What follows belongs to an exercise in optimizing a design on an open flow for small area, a short achievable clock period and few clock cycles per item; a production flow would make more cautious choices. Function was not checked in any run shown here: the RTL went through the layout flow alone. Power and IR drop assume default switching activity.

**flow/flow/run.sh**
```bash
#!/bin/bash
# Own layout flow: the standard flow (standard.sh) unchanged, except that
# timing repair aims at a setup slack of 6 ns rather than 5 ns
# (SETUP_SLACK_MARGIN), so the layout is pushed below a 5 ns period.
# Log: layout.log (synthesis to final layout; ORFS's own logs are in orfs/logs).
set -euo pipefail
sed "s/SETUP_SLACK_MARGIN=5 /SETUP_SLACK_MARGIN=6 /" standard.sh > own_standard.sh
grep -q "SETUP_SLACK_MARGIN=6 " own_standard.sh
bash own_standard.sh > layout.log 2>&1
```
**flow/standard.sh**
```bash
#!/bin/bash
# synth_recipe.tcl (not shown) runs the flow's synth.tcl, then flattens the netlist and writes it again
# the make line also repeats each setting of config.mk as NAME=value (left out here)
make -C /OpenROAD-flow-scripts/flow DESIGN_CONFIG=/design/flow/config.mk WORK_HOME=/design/flow/orfs CLKGATE_MAP_FILE= SYNTH_SCRIPT=/design/flow/synth_recipe.tcl "${@:-finish}"
```
**flow/config.mk**
```make
export PLATFORM = sky130hd
export DESIGN_NAME = gcm_pipe
export DESIGN_NICKNAME = gcm_pipe
export VERILOG_FILES = /design/flow/design.v
export SDC_FILE = /design/flow/constraint.sdc
export NUM_CORES = 8
export LEC_CHECK = 0
export ABC_AREA = 1
export CAP_MARGIN = 20
export CORE_MARGIN = 2
export CORE_UTILIZATION = 50
export PLACE_DENSITY = 0.6
export SETUP_SLACK_MARGIN = 5
export SLEW_MARGIN = 20
```
**flow/constraint.sdc**
```tcl
create_clock -name core_clock -period 10.0 [get_ports {clk}]
set_input_delay 2.0000 -clock core_clock [delete_from_list [all_inputs] [get_ports {clk}]]
set_output_delay 2.0000 -clock core_clock [all_outputs]
set_load 0.01 [all_outputs]
```
**flow/design.v**
```verilog
module aes_sbox (
    input  wire [7:0] a,
    output wire [7:0] y
);
    localparam [255:0] T0 = 256'h4f1ead396f247a0410bdb210c006eab568ab4bfa8acb7a13b14ede67096c6eed;
    localparam [255:0] T1 = 256'hc870974094ead8a96a450b2ef33486b4e61a4c5e97816f7a7bae007d4c53fc7d;
    localparam [255:0] T2 = 256'hac39b6c0d6ce2efc577d64e03b0c3ffb23a869a2a428c424a16387fb3b48b4c6;
    localparam [255:0] T3 = 256'h4e9ddb76c892fb1be9da849cf6ac6c1b2568ea2effa8527d109020a2193d586a;
    localparam [255:0] T4 = 256'hf210a3aece472e532624b286bc48ecb4f7f17a494ce30f58c2b0f97752b8b11e;
    localparam [255:0] T5 = 256'h54b248130b4f256f7d8dcc4706319e086bc2aa4e0d787aa4f8045f7b6d98dd7f;
    localparam [255:0] T6 = 256'h21e0b833255917823f6bcb91b30db559e4851b3bf3ab2560980a3cc2c2fdb4ff;
    localparam [255:0] T7 = 256'h52379de7b844e3e14cb3770196ca0329e7bac28f866aac825caa2ec7bf977090;
    assign y[0] = T0[a];
    assign y[1] = T1[a];
    assign y[2] = T2[a];
    assign y[3] = T3[a];
    assign y[4] = T4[a];
    assign y[5] = T5[a];
    assign y[6] = T6[a];
    assign y[7] = T7[a];
endmodule
module aes_round (
    input  wire [127:0] s,
    input  wire [127:0] rk,
    input  wire         fin,
    output wire [127:0] y
);
    wire [127:0] sb;
    genvar g;
    generate
        for (g = 0; g < 16; g = g + 1) begin : g_sb
            aes_sbox u_sb (.a(s[127-8*g -: 8]), .y(sb[127-8*g -: 8]));
        end
    endgenerate
    wire [127:0] sr;
    generate
        for (g = 0; g < 16; g = g + 1) begin : g_sr
            localparam integer C = g / 4;
            localparam integer R = g % 4;
            localparam integer S = 4 * ((C + R) % 4) + R;
            assign sr[127-8*g -: 8] = sb[127-8*S -: 8];
        end
    endgenerate
    function [7:0] xtime;
        input [7:0] b;
        xtime = {b[6:0], 1'b0} ^ (b[7] ? 8'h1b : 8'h00);
    endfunction
    function [31:0] mixcol;
        input [31:0] c;
        reg [7:0] a0, a1, a2, a3, t;
        begin
            a0 = c[31:24]; a1 = c[23:16]; a2 = c[15:8]; a3 = c[7:0];
            t = a0 ^ a1 ^ a2 ^ a3;
            mixcol[31:24] = a0 ^ t ^ xtime(a0 ^ a1);
            mixcol[23:16] = a1 ^ t ^ xtime(a1 ^ a2);
            mixcol[15:8]  = a2 ^ t ^ xtime(a2 ^ a3);
            mixcol[7:0]   = a3 ^ t ^ xtime(a3 ^ a0);
        end
    endfunction
    wire [127:0] mc = {mixcol(sr[127:96]), mixcol(sr[95:64]), mixcol(sr[63:32]), mixcol(sr[31:0])};
    assign y = (fin ? sr : mc) ^ rk;
endmodule
module aes256_core (
    input  wire         clk,
    input  wire         hold,
    input  wire         c_inj,    
    input  wire         c_fin,    
    input  wire         c_k0,     
    input  wire         c_odd,    
    input  wire [2:0]   c_rc,     
    input  wire         c_kakey,  
    input  wire         c_kaexp,  
    input  wire         c_kb,     
    input  wire [255:0] key,      
    input  wire [127:0] din,      
    output wire [127:0] res       
);
    reg  [127:0] a_q, b_q;        
    reg  [127:0] ka, kb;
    wire [127:0] a_in = c_inj ? (din ^ key[255:128]) : b_q;
    wire [127:0] a_out;
    aes_round u_ra (.s(a_in), .rk(ka), .fin(1'b0),  .y(a_out));
    aes_round u_rb (.s(a_q),  .rk(kb), .fin(c_fin), .y(res));
    function [7:0] rcon;
        input [2:0] n;
        case (n)
            3'd0: rcon = 8'h01;
            3'd1: rcon = 8'h02;
            3'd2: rcon = 8'h04;
            3'd3: rcon = 8'h08;
            3'd4: rcon = 8'h10;
            3'd5: rcon = 8'h20;
            default: rcon = 8'h40;
        endcase
    endfunction
    wire [127:0] kx_old = c_k0 ? key[255:128] : (c_odd ? ka : kb);
    wire [31:0]  kx_w   = c_odd ? kb[31:0] : ka[31:0];
    wire [31:0]  kx_sub;
    genvar g;
    generate
        for (g = 0; g < 4; g = g + 1) begin : g_ksb
            aes_sbox u_ksb (.a(kx_w[31-8*g -: 8]), .y(kx_sub[31-8*g -: 8]));
        end
    endgenerate
    wire [31:0]  kx_t  = c_odd ? kx_sub
                               : ({kx_sub[23:0], kx_sub[31:24]} ^ {rcon(c_rc), 24'd0});
    wire [31:0]  o0 = kx_old[127:96];
    wire [31:0]  o1 = o0 ^ kx_old[95:64];
    wire [31:0]  o2 = o1 ^ kx_old[63:32];
    wire [31:0]  o3 = (kx_old[127:96] ^ kx_old[95:64]) ^ (kx_old[63:32] ^ kx_old[31:0]);
    wire [127:0] kx_new = {o0 ^ kx_t, o1 ^ kx_t, o2 ^ kx_t, o3 ^ kx_t};
    always @(posedge clk) begin
        if (!hold) begin
            a_q <= a_out;
            b_q <= res;
            if (c_kakey)
                ka <= key[127:0];
            else if (c_kaexp)
                ka <= kx_new;
            if (c_kb)
                kb <= kx_new;
        end
    end
endmodule
module ghash_mul (
    input  wire         clk,
    input  wire         rst,
    input  wire         start,
    input  wire         fresh,
    input  wire [127:0] x,
    input  wire [127:0] h,
    output reg  [127:0] acc,
    output reg          busy,
    output wire         busy_n      
);
    localparam [127:0] R = {8'he1, 120'd0};
    localparam integer D = 19;
    function [127:0] mulx;
        input [127:0] v;
        mulx = (v >> 1) ^ (v[0] ? R : 128'd0);
    endfunction
    reg [113:0] xs;         
    reg [2:0]   cnt;
    wire [127:0] op = (fresh ? 128'd0 : acc) ^ x;
    wire [18:0] dig = start ? {op[13:0], 5'd0} : xs[18:0];
    reg [127:0] hk, accx, nxt;
    reg [127:0] t [0:31];
    integer k, n;
    always @(*) begin
        hk = h;
        for (k = 0; k < 32; k = k + 1)
            t[k] = 128'd0;
        for (k = 0; k < D; k = k + 1) begin
            t[k] = dig[18-k] ? hk : 128'd0;
            hk = mulx(hk);
        end
        accx = acc;
        for (k = 0; k < D; k = k + 1)
            accx = mulx(accx);
        t[D] = start ? 128'd0 : accx;
        for (n = 16; n >= 1; n = n / 2)
            for (k = 0; k < n; k = k + 1)
                t[k] = t[2*k] ^ t[2*k+1];
        nxt = t[0];
    end
    assign busy_n = !rst && (start || (busy && cnt != 3'd6));
    always @(posedge clk) begin
        if (rst) begin
            busy <= 1'b0;
            cnt  <= 3'd0;
        end else if (start) begin
            busy <= 1'b1;
            cnt  <= 3'd1;
        end else if (busy) begin
            cnt <= cnt + 3'd1;
            if (cnt == 3'd6)
                busy <= 1'b0;
        end
        if (start || busy)
            acc <= nxt;
        if (start)
            xs <= op[127:14];
        else
            xs <= xs >> D;
    end
endmodule
module gcm_pipe (
    input  wire         clk,
    input  wire         rst,
    input  wire         start,
    output wire         start_ready,
    input  wire [255:0] key,
    input  wire [9:0]   circuit,
    input  wire [63:0]  frame_count,
    input  wire         epoch,
    input  wire         link_role,
    input  wire [19:0]  len_bytes,
    input  wire         in_valid,
    output wire         in_ready,
    input  wire [127:0] in_data,
    output wire         out_valid,
    input  wire         out_ready,
    output wire [127:0] out_data,
    output wire         out_last
);
    localparam [1:0] J_NONE = 2'd0, J_H = 2'd1, J_CTR = 2'd2, J_J0 = 2'd3;
    reg         sr;                  
    reg [255:0] key_r;
    reg [9:0]   circ;
    reg [63:0]  fc;
    reg         lr, ep;
    reg [19:0]  len_r;
    wire        accept = start && sr;
    wire [16:0] n_blk  = {1'b0, len_bytes[19:4]} + {16'd0, (len_bytes[3:0] != 4'd0)};
    reg         go;                  
    reg         hq;                  
    reg [16:0]  jn;                  
    reg         jnz, j1;             
    reg         jq;                  
    reg [16:0]  jc;                  
    reg [3:0]   ph;                  
    reg         hold;                
    reg         c_inj, c_fin, c_k0, c_odd, c_kakey, c_kaexp, c_kb;
    reg [2:0]   c_rc;
    reg [1:0]   tx, ty;              
    reg         tyv;                 
    reg         txl, tyl;            
    wire [1:0]  job   = hq ? J_H : jnz ? J_CTR : jq ? J_J0 : J_NONE;
    wire        avail = hq || jnz || jq;
    wire        inj   = c_inj && !hold;
    wire [127:0] din = (job == J_H) ? 128'd0
                     : {lr, 21'd0, circ, fc, (job == J_CTR) ? {15'd0, jc} : 32'd1};
    wire [127:0] aes_res;
    aes256_core u_aes (
        .clk(clk), .hold(hold), .c_inj(c_inj), .c_fin(c_fin), .c_k0(c_k0), .c_odd(c_odd),
        .c_rc(c_rc), .c_kakey(c_kakey), .c_kaexp(c_kaexp), .c_kb(c_kb),
        .key(key_r), .din(din), .res(aes_res)
    );
    reg [127:0] ksx, ksy;
    reg         fx, fy;              
    reg [1:0]   xt, yt;              
    reg         xl, yl;              
    reg         rd;                  
    wire        land_x = (ph == 4'd13) && !hold;
    wire        land_y = (ph == 4'd0 || ph == 4'd14) && !hold && tyv;
    wire         head_f  = rd ? fy : fx;
    wire [1:0]   head_t  = rd ? yt : xt;
    wire         head_l  = rd ? yl : xl;
    wire [127:0] head_ks = rd ? ksy : ksx;
    reg [127:0] h_r;
    reg         h_ok;
    reg         g_aad;               
    reg         g_cdone;             
    reg         g_l;                 
    reg         g_tag;               
    reg         c_pend;              
    reg         c_last;              
    reg         st_aad, st_c, st_l;  
    wire [127:0] acc;
    wire         g_busy, g_busy_n;
    wire [127:0] aad_blk = {6'd0, circ, fc, 7'd0, ep, 40'd0};
    wire [127:0] len_blk = {64'd88, 41'd0, len_r, 3'd0};
    wire [127:0] g_x = st_aad ? aad_blk : st_c ? out_r : len_blk;
    ghash_mul u_gh (
        .clk(clk), .rst(rst), .start(st_aad || st_c || st_l), .fresh(st_aad),
        .x(g_x), .h(h_r), .acc(acc), .busy(g_busy), .busy_n(g_busy_n)
    );
    reg  [127:0] out_r;
    reg          ov, ol, ir;
    wire         take_in = ir && in_valid;
    wire         tag_ld  = head_f && (head_t == J_J0) && g_tag && !g_busy && !ov;
    wire         h_ld    = head_f && (head_t == J_H);
    wire         e_ld    = head_f && (head_t == J_NONE);
    wire         pop     = take_in || tag_ld || h_ld || e_ld;
    wire [3:0]   tail      = len_r[3:0];
    wire [127:0] keep_mask = (head_l && tail != 4'd0) ? ~({128{1'b1}} >> {tail, 3'd0})
                                                     : {128{1'b1}};
    wire        hq_n  = go || (hq && !(inj && job == J_H));
    wire [16:0] jn_n  = accept ? n_blk : (inj && job == J_CTR) ? jn - 17'd1 : jn;
    wire        jq_n  = accept || (jq && !(inj && job == J_J0));
    wire [3:0]  ph_n  = hold ? ph
                      : (ph >= 4'd13) ? (avail ? 4'd0 : (ph == 4'd13) ? 4'd14 : 4'd15)
                      : ph + 4'd1;
    wire [1:0]  tx_n  = (inj && ph == 4'd0) ? job : tx;
    wire [1:0]  ty_n  = (inj && ph == 4'd1) ? job : ty;
    wire        tyv_n = (inj && ph == 4'd1) || (tyv && !land_y);
    wire        fx_n = land_x ? 1'b1 : (pop && !rd) ? 1'b0 : fx;
    wire        fy_n = land_y ? 1'b1 : (pop && rd) ? 1'b0 : fy;
    wire [1:0]  xt_n = land_x ? tx : xt;
    wire [1:0]  yt_n = land_y ? ty : yt;
    wire        rd_n = pop ? !rd : rd;
    wire        hold_n = ((ph_n == 4'd13) && fx_n) ||
                         ((ph_n == 4'd0 || ph_n == 4'd14) && tyv_n && fy_n);
    wire        h_ok_n  = !accept && (h_ok || h_ld);
    wire        g_aad_n = accept || (g_aad && !st_aad);
    wire        g_cd_n  = accept ? (n_blk == 17'd0) : (g_cdone || (st_c && c_last));
    wire        g_l_n   = accept || (g_l && !st_l);
    wire        cp_n    = take_in || (c_pend && !st_c);
    wire        ov_n    = take_in || tag_ld || (ov && !out_ready);
    wire        ir_n    = (rd_n ? (fy_n && yt_n == J_CTR) : (fx_n && xt_n == J_CTR)) && !ov_n && !cp_n;
    assign start_ready = sr;
    assign in_ready    = ir;
    assign out_valid   = ov;
    assign out_last    = ol;
    assign out_data    = out_r;
    always @(posedge clk) begin
        if (sr) begin
            key_r <= key;
            circ  <= circuit;
            fc    <= frame_count;
            lr    <= link_role;
            ep    <= epoch;
            len_r <= len_bytes;
        end
        if (accept) begin
            jc    <= 17'd2;
        end else if (inj && job == J_CTR) begin
            jc    <= jc + 17'd1;
        end
        if (inj && ph == 4'd0)
            txl <= j1;
        if (inj && ph == 4'd1)
            tyl <= j1;
        if (land_x) begin
            ksx <= aes_res;
            xl  <= txl;
        end
        if (land_y) begin
            ksy <= aes_res;
            yl  <= tyl;
        end
        if (h_ld)
            h_r <= head_ks;
        if (ir)
            out_r <= (in_data ^ head_ks) & keep_mask;
        else if (tag_ld)
            out_r <= acc ^ head_ks;
        if (take_in || tag_ld)
            ol <= tag_ld;
        if (take_in)
            c_last <= head_l;
        jn  <= jn_n;
        jnz <= (jn_n != 17'd0);
        j1  <= (jn_n == 17'd1);
        tx  <= tx_n;
        ty  <= ty_n;
        if (rst) begin
            sr      <= 1'b1;
            go      <= 1'b0;
            hq      <= 1'b0;
            jq      <= 1'b0;
            jn      <= 17'd0;
            jnz     <= 1'b0;
            ph      <= 4'd15;
            hold    <= 1'b0;
            c_inj   <= 1'b0;
            c_fin   <= 1'b0;
            c_k0    <= 1'b0;
            c_odd   <= 1'b1;
            c_rc    <= 3'd7;
            c_kakey <= 1'b1;
            c_kaexp <= 1'b0;
            c_kb    <= 1'b0;
            tx      <= J_NONE;
            tyv     <= 1'b0;
            fx      <= 1'b0;
            fy      <= 1'b0;
            rd      <= 1'b0;
            h_ok    <= 1'b0;
            g_aad   <= 1'b0;
            g_cdone <= 1'b0;
            g_l     <= 1'b0;
            g_tag   <= 1'b0;
            c_pend  <= 1'b0;
            st_aad  <= 1'b0;
            st_c    <= 1'b0;
            st_l    <= 1'b0;
            ov      <= 1'b0;
            ir      <= 1'b0;
        end else begin
            sr <= accept ? 1'b0 : st_l ? 1'b1 : sr;
            go <= accept;
            hq <= hq_n;
            jq <= jq_n;
            ph      <= ph_n;
            hold    <= hold_n;
            c_inj   <= (ph_n == 4'd0) || (ph_n == 4'd1);
            c_fin   <= (ph_n == 4'd13) || (ph_n == 4'd0) || (ph_n == 4'd14);
            c_k0    <= (ph_n == 4'd0);
            c_odd   <= ph_n[0];
            c_rc    <= ph_n[3:1];
            c_kakey <= (ph_n >= 4'd13);
            c_kaexp <= ph_n[0] && (ph_n < 4'd13);
            c_kb    <= !ph_n[0] && (ph_n <= 4'd12);
            tyv     <= tyv_n;
            fx <= fx_n;
            fy <= fy_n;
            xt <= xt_n;
            yt <= yt_n;
            rd <= rd_n;
            h_ok    <= h_ok_n;
            g_aad   <= g_aad_n;
            g_cdone <= g_cd_n;
            g_l     <= g_l_n;
            g_tag   <= st_l || (g_tag && !tag_ld);
            c_pend  <= cp_n;
            st_aad  <= !g_busy_n && g_aad_n && h_ok_n;
            st_c    <= !g_busy_n && !g_aad_n && cp_n;
            st_l    <= !g_busy_n && !g_aad_n && !cp_n && g_cd_n && g_l_n;
            ov      <= ov_n;
            ir      <= ir_n;
        end
    end
endmodule
```
==> results of run 1 <==
==> per-stage QoR <==
step                      util, %  instance area [µm²]  hold slack, ns
after CTS                    57.1               255000           0.426
after global placement       52.2               232000           0.401
after detailed placement     52.2               232000           0.407
after floorplan                 -               224000           0.400
==> cells by family after synthesis <==
logic type / count (synthesis) / synth area share (%)
simple gates: 20400 / 38.0
compound gates: 5664 / 15.2
buf+inv: 4900 / 8.82
xor+xnor: 3219 / 12.6
flops: 1702 / 22.0
fa+ha+maj: 586 / 3.28
mux: 20 / 0.0895
==> routing by layer <==
layer,overflow,GRT usage [%]
met1,9,70.8
met2,66,82.8
met3,19,51.4
met4,100,63.8
met5,2,26.0
==> cells in the mapped netlist, types with 584 or more instances <==
master / n
ha_1: 584
nor2_1: 2160
buf_2: 642
o211ai_1: 990
inv_1: 2529
nand3_1: 5450
xor2_1: 1600
a21oi_1: 1093
clkbuf_1: 1131
edfxtp_1: 1516
o21ai_0: 2269
xnor2_1: 1611
nand2_1: 12100
==> how the worst min path moves through the flow <==
stage / slack [ns] / start / endpoint / depth (start not counted)
2_1_floorplan: 0.40 / txl / xl / 0
3_3_place_gp: 0.40 / tyl / yl / 0
3_5_place_dp: 0.41 / txl / xl / 0
4_1_cts: 0.43 / txl / xl / 0
==> what timing repair did <==
item                                    in CTS
buffers inserted                           509
cloned                                      53
resized for setup                         2518
endpoints found under the setup margin    1106
pin swaps                                  174
==> power groups by stage <==
stage	Sequential [mW]	Clock, mW	Combinational [mW]
global placement	18.6	0	135
floorplan	16.0	0	84.0
detailed placement	18.6	0	135
CTS	18.1	8.19	148
==> results.sh, run 1 <==
export IMPL_synth_edf_count=1516
export IMPL_clock_path_buffers=4
export IMPL_grt_worst_setup_endpoint="u_aes.a_q[49]$_DFFE_PN_/D"
export IMPL_status="aborted with a tool error"
export IMPL_hold_buffers=0
export IMPL_yosysUniqueCellTypes=82
export IMPL_die_w_um=673
export IMPL_cts_htree_levels=4
export IMPL_lastStage="global routing"
export IMPL_grt_max_degree=131
export IMPL_root_buffer="clkbuf_16"
export IMPL_post_place_ws_ns=3.88
export IMPL_synth_top_area_cell="edfxtp_1"
export IMPL_start_util_pct=50.2
export IMPL_rows=245
export IMPL_overflow=196
export IMPL_syn_avg_cell_area_um2=6.13
export IMPL_numPortBuffers=616
export IMPL_floorplan_die_height_um=673
export IMPL_grt_usage_pct=67.8
export IMPL_synth_top_cells_by_area="edfxtp_1 20%, nand2_1 20%, nand3_1 12%, xnor2_1 6.3%, xor2_1 6.3%"
export IMPL_yosysSeqAreaShare_pct=22.0
export IMPL_async_flop_share_pct=0
export IMPL_dpl_hpwl_um=1020000
export IMPL_syn_cell_area_um2=224000
export IMPL_cts_made_buffers=208
export IMPL_numClockSinks=1702
export IMPL_yosys_warnings=5
export IMPL_place_inst=41300
export IMPL_synthFlopType="edfxtp_1"
export IMPL_ys_ff_latch=1702
export IMPL_gp_congestion=1.20
export IMPL_synth_nets=37500
export IMPL_firstError="[ERROR GRT-0232] Routing congestion too high. Check the congestion heatmap in the GUI."
export IMPL_worst_endpoint_kind="register data pin"
export IMPL_io_pins=617
export IMPL_synth_top_area_share_pct=20.3
export IMPL_syn_inst=36500
==> inputs of run 2 (changes only) <==
==> flow/flow/run.sh (replaced) <==
#!/bin/bash
# Own layout flow: the standard flow (standard.sh) unchanged, except that
# timing repair aims at a setup slack of 7 ns rather than 5 ns
# (SETUP_SLACK_MARGIN), so the layout is pushed below a 5 ns period.
# Log: layout.log (synthesis to final layout; ORFS's own logs are in orfs/logs).
set -euo pipefail
sed "s/SETUP_SLACK_MARGIN=5 /SETUP_SLACK_MARGIN=7 /" standard.sh > own_standard.sh
grep -q "SETUP_SLACK_MARGIN=7 " own_standard.sh
bash own_standard.sh > layout.log 2>&1
--- a/flow/config.mk
+++ b/flow/config.mk
@@ -10,4 +10,4 @@
 export CORE_MARGIN = 2
-export CORE_UTILIZATION = 50
-export PLACE_DENSITY = 0.6
+export CORE_UTILIZATION = 40
+export PLACE_DENSITY = 0.5
 export SETUP_SLACK_MARGIN = 5
==> run 2 against run 1 <==
Synthesized cell count unchanged. Area after synthesis unchanged. The run again fails in global routing.
==> results.sh, run 2 <==
export IMPL_synth_nets=37500
export IMPL_post_place_ws_ns=3.53
export IMPL_synth_common_cells="12.1k x nand2_1, 5450 x nand3_1, 2529 x inv_1"
export IMPL_cts_made_buffers=208
export IMPL_ys_ff_latch=1702
export IMPL_yosys_warnings=5
export IMPL_post_dp_cell_area_um2=235000
export IMPL_synth_top_area_cell="edfxtp_1"
export IMPL_lastStage="global routing"
export IMPL_cts_htree_levels=4
export IMPL_numClockSinks=1702
export IMPL_root_buffer="clkbuf_16"
export IMPL_grt_max_degree=127
export IMPL_numPortBuffers=616
export IMPL_firstError="[ERROR GRT-0116] Global routing finished with congestion. Check the congestion regions in the DRC Viewer."
export IMPL_grt_pass1_wl_um=2670000
export IMPL_syn_cell_area_um2=224000
export IMPL_dpl_hpwl_um=1130000
export IMPL_start_util_pct=40.2
export IMPL_syn_avg_cell_area_um2=6.13
export IMPL_yosysSeqAreaShare_pct=22.0
export IMPL_synth_most_common_cell="nand2_1"
export IMPL_grt_usage_pct=65.9
export IMPL_gp_congestion=1.15
export IMPL_synth_edf_count=1516
export IMPL_async_flop_share_pct=0
export IMPL_clock_path_buffers=4
export IMPL_status="aborted with a tool error"
export IMPL_rows=274
export IMPL_syn_inst=36500
export IMPL_hold_buffers=0
export IMPL_overflow=1712
export IMPL_synth_top_cells_by_area="edfxtp_1 20%, nand2_1 20%, nand3_1 12%, xnor2_1 6.3%, xor2_1 6.3%"
export IMPL_floorplan_die_height_um=752
export IMPL_grt_pass1_vias=329000
export IMPL_synthFlopType="edfxtp_1"
export IMPL_yosysUniqueCellTypes=82
export IMPL_die_w_um=752
export IMPL_io_pins=617
export IMPL_synth_top_area_share_pct=20.3
## run 2: through the flow
stage	total power, mW	instances	hold WS, ns
CTS	220	45900	0.407
detailed placement	159	42900	0.406
global placement	160	42900	0.401
floorplan	100	36500	0.400
## run 2: worst max-delay path by stage
| stage | slack (ns) | start | to | cells past startpoint |
|---|---|---|---|---|
| after CTS | 5.90 | c_inj | u_aes.a_q[27] | 25 |
| after global placement | 3.45 | c_inj | u_aes.a_q[27] | 24 |
| after floorplan | 2.70 | hold | ir | 9 |
| after detailed placement | 3.53 | c_inj | u_aes.a_q[27] | 24 |
## run 2: power groups by stage
stage	sequential (mW)	clock [mW]	combinational, mW
2_1_floorplan	16.0	0	84.0
3_5_place_dp	18.7	0	140
3_3_place_gp	18.8	0	141
4_1_cts	18.2	8.30	194
## run 2: timing repair
item                                    in CTS
pin swaps                                 2637
gates resized for setup                  10600
setup buffers                             2371
gates cloned                               294
endpoints found under the setup margin    1767
## run 2: cells by family after synthesis
group | count (synthesis) | synth area share, %
XOR/XNOR | 3219 | 12.6
multiplexers | 20 | 0.0895
adder cells (fa/ha/maj) | 586 | 3.28
AO/OA/AOI/OAI | 5664 | 15.2
AND/OR/NAND/NOR | 20400 | 38.0
buffers and inverters | 4900 | 8.82
flip-flops | 1702 | 22.0
## run 2: metal layers
layer	overflow	GRT usage, %
met1	345	69.6
met2	578	81.1
met5	46	26.7
met4	439	56.7
met3	304	50.6
